Context: an optimization exercise on an open-source flow, tuned for small area, a short achievable clock period and few clock cycles per item. The choices shown serve that exercise and are no tape-out recipe. Only simulation tests tie the RTL to the original design; equivalence was not proved.

--- design/flow/design.v ---
module qdr_mix64 (
    input  wire [63:0] z_in,
    output wire [63:0] z_out
);
    wire [63:0] a = z_in ^ (z_in >> 31);
    wire [63:0] b = a * 64'h8C3A5E17B46D92F5;
    wire [63:0] c = b ^ (b >> 29);
    wire [63:0] d = c * 64'hE7C13B59A2064D8B;
    assign z_out = d ^ (d >> 32);
endmodule
module quadrille (
    input  wire        clk,
    input  wire        rst,
    input  wire        cfg_valid,
    output wire        cfg_ready,
    input  wire [63:0] cfg_seed_lo,
    input  wire [63:0] cfg_seed_hi,
    input  wire [15:0] cfg_dataset_id,
    input  wire [23:0] cfg_epoch,
    input  wire [48:0] cfg_n,
    input  wire        req_valid,
    output wire        req_ready,
    input  wire [47:0] req_pos,
    input  wire        req_inv,
    input  wire [7:0]  req_tag,
    output reg         rsp_valid,
    input  wire        rsp_ready,
    output reg  [7:0]  rsp_tag,
    output reg  [47:0] rsp_index
);
    reg         keys_valid;
    reg         kgen;           
    reg  [3:0]  kcnt;           
    reg         busy;           
    reg  [2:0]  rnd;            
    reg         inv;
    reg  [7:0]  tag;
    reg  [23:0] left_q, right_q;
    reg  [63:0] s_lo, s_hi, t_word, k_tmp;
    reg  [63:0] keys [0:7];
    reg  [48:0] n_q;
    reg  [4:0]  h_q;            
    reg  [23:0] mask_q;
    wire [47:0] n_m1 = cfg_n[47:0] - 48'd1;    
    reg  [5:0]  nbits;
    integer     i;
    always @* begin
        nbits = 6'd0;
        for (i = 0; i < 48; i = i + 1)
            if (n_m1[i]) nbits = i[5:0] + 6'd1;
    end
    wire [4:0]  h_new = (nbits <= 6'd2) ? 5'd1 : nbits[5:1] + {4'd0, nbits[0]};
    reg [63:0] rc;
    always @* begin
        case (kcnt)
            4'd0:  rc = 64'h9E3779B97F4A7C15;
            4'd1:  rc = 64'h3C6EF372FE94F82A;
            4'd2:  rc = 64'hDAA66D2C7DDF743F;
            4'd3:  rc = 64'h78DDE6E5FD29F054;
            4'd4:  rc = 64'h1715609F7C746C69;
            4'd5:  rc = 64'hB54CDA58FBBEE87E;
            4'd6:  rc = 64'h538454127B096493;
            4'd7:  rc = 64'hF1BBCDCBFA53E0A8;
            4'd8:  rc = 64'h8FF34785799E5CBD;
            4'd9:  rc = 64'h2E2AC13EF8E8D8D2;
            4'd10: rc = 64'hCC623AF8783354E7;
            4'd11: rc = 64'h6A99B4B1F77DD0FC;
            4'd12: rc = 64'h08D12E6B76C84D11;
            4'd13: rc = 64'hA708A824F612C926;
            4'd14: rc = 64'h454021DE755D453B;
            default: rc = 64'hE3779B97F4A7C150;
        endcase
    end
    wire [2:0]  kidx   = inv ? (3'd7 - rnd) : rnd;
    wire [23:0] f_half = inv ? left_q : right_q;
    wire [63:0] mix_in = kgen ? (kcnt[0] ? (s_hi ^ t_word ^ rc) : (s_lo ^ rc))
                              : ({40'd0, f_half} ^ keys[kidx]);
    wire [63:0] mix_out;
    qdr_mix64 u_mix (.z_in(mix_in), .z_out(mix_out));
    wire [23:0] f      = mix_out[23:0] & mask_q;
    wire [23:0] left_n  = inv ? (right_q ^ f) : right_q;
    wire [23:0] right_n = inv ? left_q : (left_q ^ f);
    wire [47:0] y      = ({24'd0, left_n} << h_q) | {24'd0, right_n};
    wire        y_in   = ({1'b0, y} < n_q);
    wire        last   = (rnd == 3'd7);
    wire        out_free = !rsp_valid || rsp_ready;
    assign cfg_ready = !kgen && !busy && !rsp_valid;
    assign req_ready = keys_valid && !kgen && !busy;
    wire cfg_fire = cfg_valid && cfg_ready;
    wire req_fire = req_valid && req_ready;
    wire [23:0] pos_mask = (24'd1 << h_q) - 24'd1;
    integer k;
    always @(posedge clk) begin
        if (rst) begin
            keys_valid <= 1'b0;
            kgen       <= 1'b0;
            kcnt       <= 4'd0;
            busy       <= 1'b0;
            rnd        <= 3'd0;
            rsp_valid  <= 1'b0;
        end else begin
            if (rsp_valid && rsp_ready)
                rsp_valid <= 1'b0;
            if (cfg_fire) begin
                s_lo       <= cfg_seed_lo;
                s_hi       <= cfg_seed_hi;
                t_word     <= {8'h51, 16'h0000, cfg_dataset_id, cfg_epoch};
                n_q        <= cfg_n;
                h_q        <= h_new;
                mask_q     <= (24'd1 << h_new) - 24'd1;
                keys_valid <= 1'b0;
                kgen       <= 1'b1;
                kcnt       <= 4'd0;
            end else if (kgen) begin
                if (!kcnt[0])
                    k_tmp <= mix_out;
                else
                    keys[kcnt[3:1]] <= k_tmp ^ mix_out;
                kcnt <= kcnt + 4'd1;
                if (kcnt == 4'd15) begin
                    kgen       <= 1'b0;
                    keys_valid <= 1'b1;
                end
            end
            if (req_fire) begin
                busy    <= 1'b1;
                rnd     <= 3'd0;
                inv     <= req_inv;
                tag     <= req_tag;
                left_q  <= req_pos[47:0] >> h_q;
                right_q <= req_pos[23:0] & pos_mask;
            end else if (busy) begin
                if (!last) begin
                    left_q  <= left_n;
                    right_q <= right_n;
                    rnd     <= rnd + 3'd1;
                end else if (!y_in) begin
                    left_q  <= left_n;
                    right_q <= right_n;
                    rnd     <= 3'd0;
                end else if (out_free) begin
                    busy      <= 1'b0;
                    rsp_valid <= 1'b1;
                    rsp_tag   <= tag;
                    rsp_index <= y;
                end
            end
        end
    end
endmodule
--- design/flow/run.sh ---
#!/bin/bash
# synth_recipe.tcl (not shown) runs the flow's synth.tcl, then flattens the netlist and writes it again
# the make line also repeats each setting of config.mk as NAME=value (left out here)
make -C /OpenROAD-flow-scripts/flow DESIGN_CONFIG=/design/flow/config.mk WORK_HOME=/design/flow/orfs CLKGATE_MAP_FILE= SYNTH_SCRIPT=/design/flow/synth_recipe.tcl finish
--- design/flow/config.mk ---
export PLATFORM = sky130hd
export DESIGN_NAME = quadrille
export DESIGN_NICKNAME = quadrille
export VERILOG_FILES = /design/flow/design.v
export SDC_FILE = /design/flow/constraint.sdc
export NUM_CORES = 4
export LEC_CHECK = 0
export CAP_MARGIN = 20
export CORE_MARGIN = 2
export CORE_UTILIZATION = 40
export SLEW_MARGIN = 20
--- design/flow/constraint.sdc ---
create_clock -name core_clock -period 28.0 [get_ports {clk}]
set_input_delay 5.6000 -clock core_clock [delete_from_list [all_inputs] [get_ports {clk}]]
set_output_delay 5.6000 -clock core_clock [all_outputs]
set_load 0.01 [all_outputs]
==> key figures <==
Synth
  – Post-synth ARST share: 0%
  – Sequential fraction of the synthesis area: 25.88%
  – Synth Instances: 9959
  – Post-synth EDFFs: 935
  – Post-synth top flop: edfxtp_1
  – Yosys cell types: 113
  – Cell Area, Synth: 0.1129 mm²
  – Yosys warns: 1
  – Post-synth top area cell: fa_1
  – Net Count, Synth: 13070
  – Mapped Avg Cell Area: 11.34 µm²
  – Largest cells by area after synthesis: fa_1, edfxtp_1, ha_1, inv_1, xnor2_1
  – Yosys reg bits: 992
  – Top-area cell type share of the netlist area: 28.51%

Die
  – Die area: 0.2865 mm²
  – IO Count: 338
  – Die extent in x: 535.3 µm
  – Die Y: 535.3 µm
  – Core ar.: 0.2816 mm²
  – # rows: 195
  – Starting Density: 40.10%

Timing
  – Setup TNS: 0 ns
  – Final Hold Fails: 0
  – Max Slew Vio Count: 0
  – Clock Skew: 0.04503 ns
  – RSZ-0062 raised after global routing: no
  – Tmin final: 26.75 ns
  – Final setup fails: 0
  – F_max: 0.03738 GHz
  – Period utilization: 95.55%
  – Slew @ Worst Pin: 1.206 ns
  – Relative slew slack: 18.78%

Hold path
  – Hold Path Sink: rsp_tag[7]
  – Hold WC Path Type: reg -> reg
  – Worst hold start: tag[7]
  – Hold Path Depth: 0

Global route
  – Initial antenna violation count: 16
  – Met1 global-route usage: 38.61%
  – GR Util met2: 49.33%
  – All-Layer GR Usage: 30.22%
  – Grt total ovfl: 0
  – First-pass GRT wire length: 610.1 mm
  – Most Used Layer, Global Route: met2
  – Pin count of the biggest net entering global routing: 87
  – M3 GR Usage: 5.205%
  – Vias in the first global route: 82510

Drt
  – Total iterations of the first detailed-routing run: 8
  – Wire per inst: 30.13 µm
  – Iteration-0 DRC count of the detailed router: 6276
  – Drt total wl: 429.2 mm
  – Remaining DRCs: 0
  – Total number of vias: 77090
  – Post-route ant nets: 0
  – Via/cell ratio: 5.411

Clock tree
  – Reg clk slew, reported paths: 0.06 ns
  – Later-pin clock latency in the skew report: 0.72 ns
  – CTS Buf Count: 104
  – TritonCTS clock tree: yes
  – Clk sinks: 992
  – CTS max path bufs: 3
  – H-tree depth: 3
  – Clk root buf: clkbuf_16
  – Post-CTS setup buffer count: 0

Outcome
  – Outcome: complete, no violations

Setup path
  – Crit path required time: 28.39 ns
  – R2r endpoint: left_q[15]
  – Crit path max fanout: 53
  – Most used cell, CP: fa_1
  – CP max stage cell: xor2_1
  – WP data arrival: 27.14 ns
  – R2r startpoint: inv
  – Cells on worst reg2reg path: 74
  – Critical Path End Type: flip-flop
  – Reg2reg setup slack: 1.25 ns
  – Crit path largest cell delay: 0.85 ns
  – Crit path kind: reg -> reg
  – Worst setup SP type: flip-flop

Placed design
  – Port Buffers: 337
  – Placed Cells: 14050
  – Final Wtd Congestion: 1.075
  – DPL Wire Length: 366.1 mm

Flow run
  – Max-cap violation count: 0

Cells and area
  – Nets@finish: 13530
  – Final Util: 44.59%
  – P&R area growth vs syn: 11.21%
  – Final Non-Filler Cells: 14250
  – Fill cells: 26380
  – Layout cells sized above 1: 6.752%
[registers in the layout, indices dropped and copies added, names as in the netlist]
signal	cells
busy	1
h_q	5
inv	1
k_tmp	64
kcnt	4
keys	512
keys_valid	1
kgen	1
left_q	24
mask_q	24
n_q	49
rc	46
right_q	24
rnd	3
rsp_index	48
rsp_tag	8
rsp_valid	1
s_hi	64
s_lo	64
t_word	40
tag	8
[how the worst max path moves through the flow]
stage | from | cells after the start | slack [ns] | end
5_1_grt | inv | 77 | 0.18 | left_q[15]
3_5_place_dp | inv | 77 | 1.26 | left_q[18]
4_1_cts | inv | 77 | 1.22 | left_q[18]
3_3_place_gp | inv | 78 | 1.32 | left_q[18]
6_report | inv | 74 | 1.25 | left_q[15]
2_1_floorplan | inv | 79 | 2.63 | left_q[0]
[area by class of cell]
| class | count | area [µm²] | area share (%) |
|---|---|---|---|
| antenna | 3 | 7.507 | 0.005979 |
| clock buffer | 121 | 2709 | 2.158 |
| clock inverter | 70 | 670.6 | 0.5341 |
| inverter | 2575 | 9666 | 7.698 |
| multi-input combinational | 6173 | 73380 | 58.45 |
| sequential | 992 | 29230 | 23.28 |
| tap | 3743 | 4683 | 3.730 |
| timing repair buffer | 570 | 5213 | 4.152 |
[cell usage in the layout (no fill, tap or decap), types with 239 or more instances in the layout]
cell | Yosys | routed
fa_1 | 1608 | 1608
a21oi_1 | 314 | 313
nor2_1 | 331 | 325
edfxtp_1 | 935 | 935
xnor2_1 | 451 | 433
ha_1 | 1225 | 1225
xor2_1 | 244 | 239
nand2_1 | 323 | 322
inv_1 | 2569 | 2569
clkdlybuf4s50_1 | 0 | 337
[routing by layer]
layer | routed length, µm | up-vias
met2 | 202100 | 3134
met5 | 69 | -
met3 | 30030 | 768
li1 | - | 33220
met4 | 27660 | 10
met1 | 169400 | 39960
[through the flow]
stage               area [µm²]  setup slack, ns  hold slack (ns)
global placement        122100            1.324           0.4005
CTS                     125500            1.220           0.4190
global route            125600           0.1849           0.4239
detailed placement      122200            1.259           0.4052
finish                  125600            1.246           0.4188
floorplan               112900            2.633           0.4003
[logic make-up after synthesis]
| logic type | after synthesis | synth area share [%] |
|---|---|---|
| adders and majority gates | 2833 | 42.09 |
| buffers and inverters | 2794 | 9.411 |
| and+or+nand+nor | 1161 | 4.983 |
| AOI/OAI and AO/OA | 1078 | 6.253 |
| DFF | 992 | 25.88 |
| xor gates and xnor gates | 726 | 5.969 |
| muxes | 375 | 5.413 |
[critical path, delay by kind of cell, from the launching register on]
kind,cells,cell delay [ns]
fa+ha+maj,21,10.18
compound gates,18,5.99
simple gates,14,3.47
buf+inv,14,2.83
xor+xnor,5,2.65
flops,1,0.73
mux,2,0.41
[cell usage after synthesis, types with 72 or more instances]
| cell type | count |
|---|---|
| a21o_1 | 115 |
| a21oi_1 | 314 |
| clkbuf_1 | 151 |
| edfxtp_1 | 935 |
| fa_1 | 1608 |
| ha_1 | 1225 |
| inv_1 | 2569 |
| mux2i_1 | 173 |
| mux4_2 | 167 |
| nand2_1 | 323 |
| nand3_1 | 72 |
| nor2_1 | 331 |
| nor3_1 | 83 |
| o21ai_0 | 197 |
| xnor2_1 | 451 |
| xor2_1 | 244 |
[what timing repair did]
action	4_1_cts	5_1_grt
setup endpoints to repair	0	40
hold buffers	0	0
resized for setup	0	1
endpoints found under the hold margin	0	0
Testbench counts, summed over its fixed seeds: cycles 58,120, items 3,072.

-- separate check: timing with driven ports --
How much do the figures lean on ideal ports? The routed layout below was timed once more, with nothing changed but the port constraints. Step 1 (the two cells are an assumption about what drives the block):
set clk [get_ports {clk}]
set_driving_cell -lib_cell sky130_fd_sc_hd__clkbuf_16 $clk
set_driving_cell -lib_cell sky130_fd_sc_hd__buf_2 [delete_from_list [all_inputs] $clk]
Step 2, shift: input delay + t, output delay - t, t = (earliest + latest rising clock arrival at the registers) / 2. This alone moves slack from input paths to output paths. Three values: no drivers, after step 1, after step 2; two values: the first two.
t, ns: 0.770
setup WS [ns]: 1.246 / 1.246 / 1.246
clock arrival spread, ns: 0.045 / 0.045
After both steps setup and hold are still met in this run. For this run, drivers alone change the setup slack by 0.000 ns; drivers and shift together by 0.000 ns.
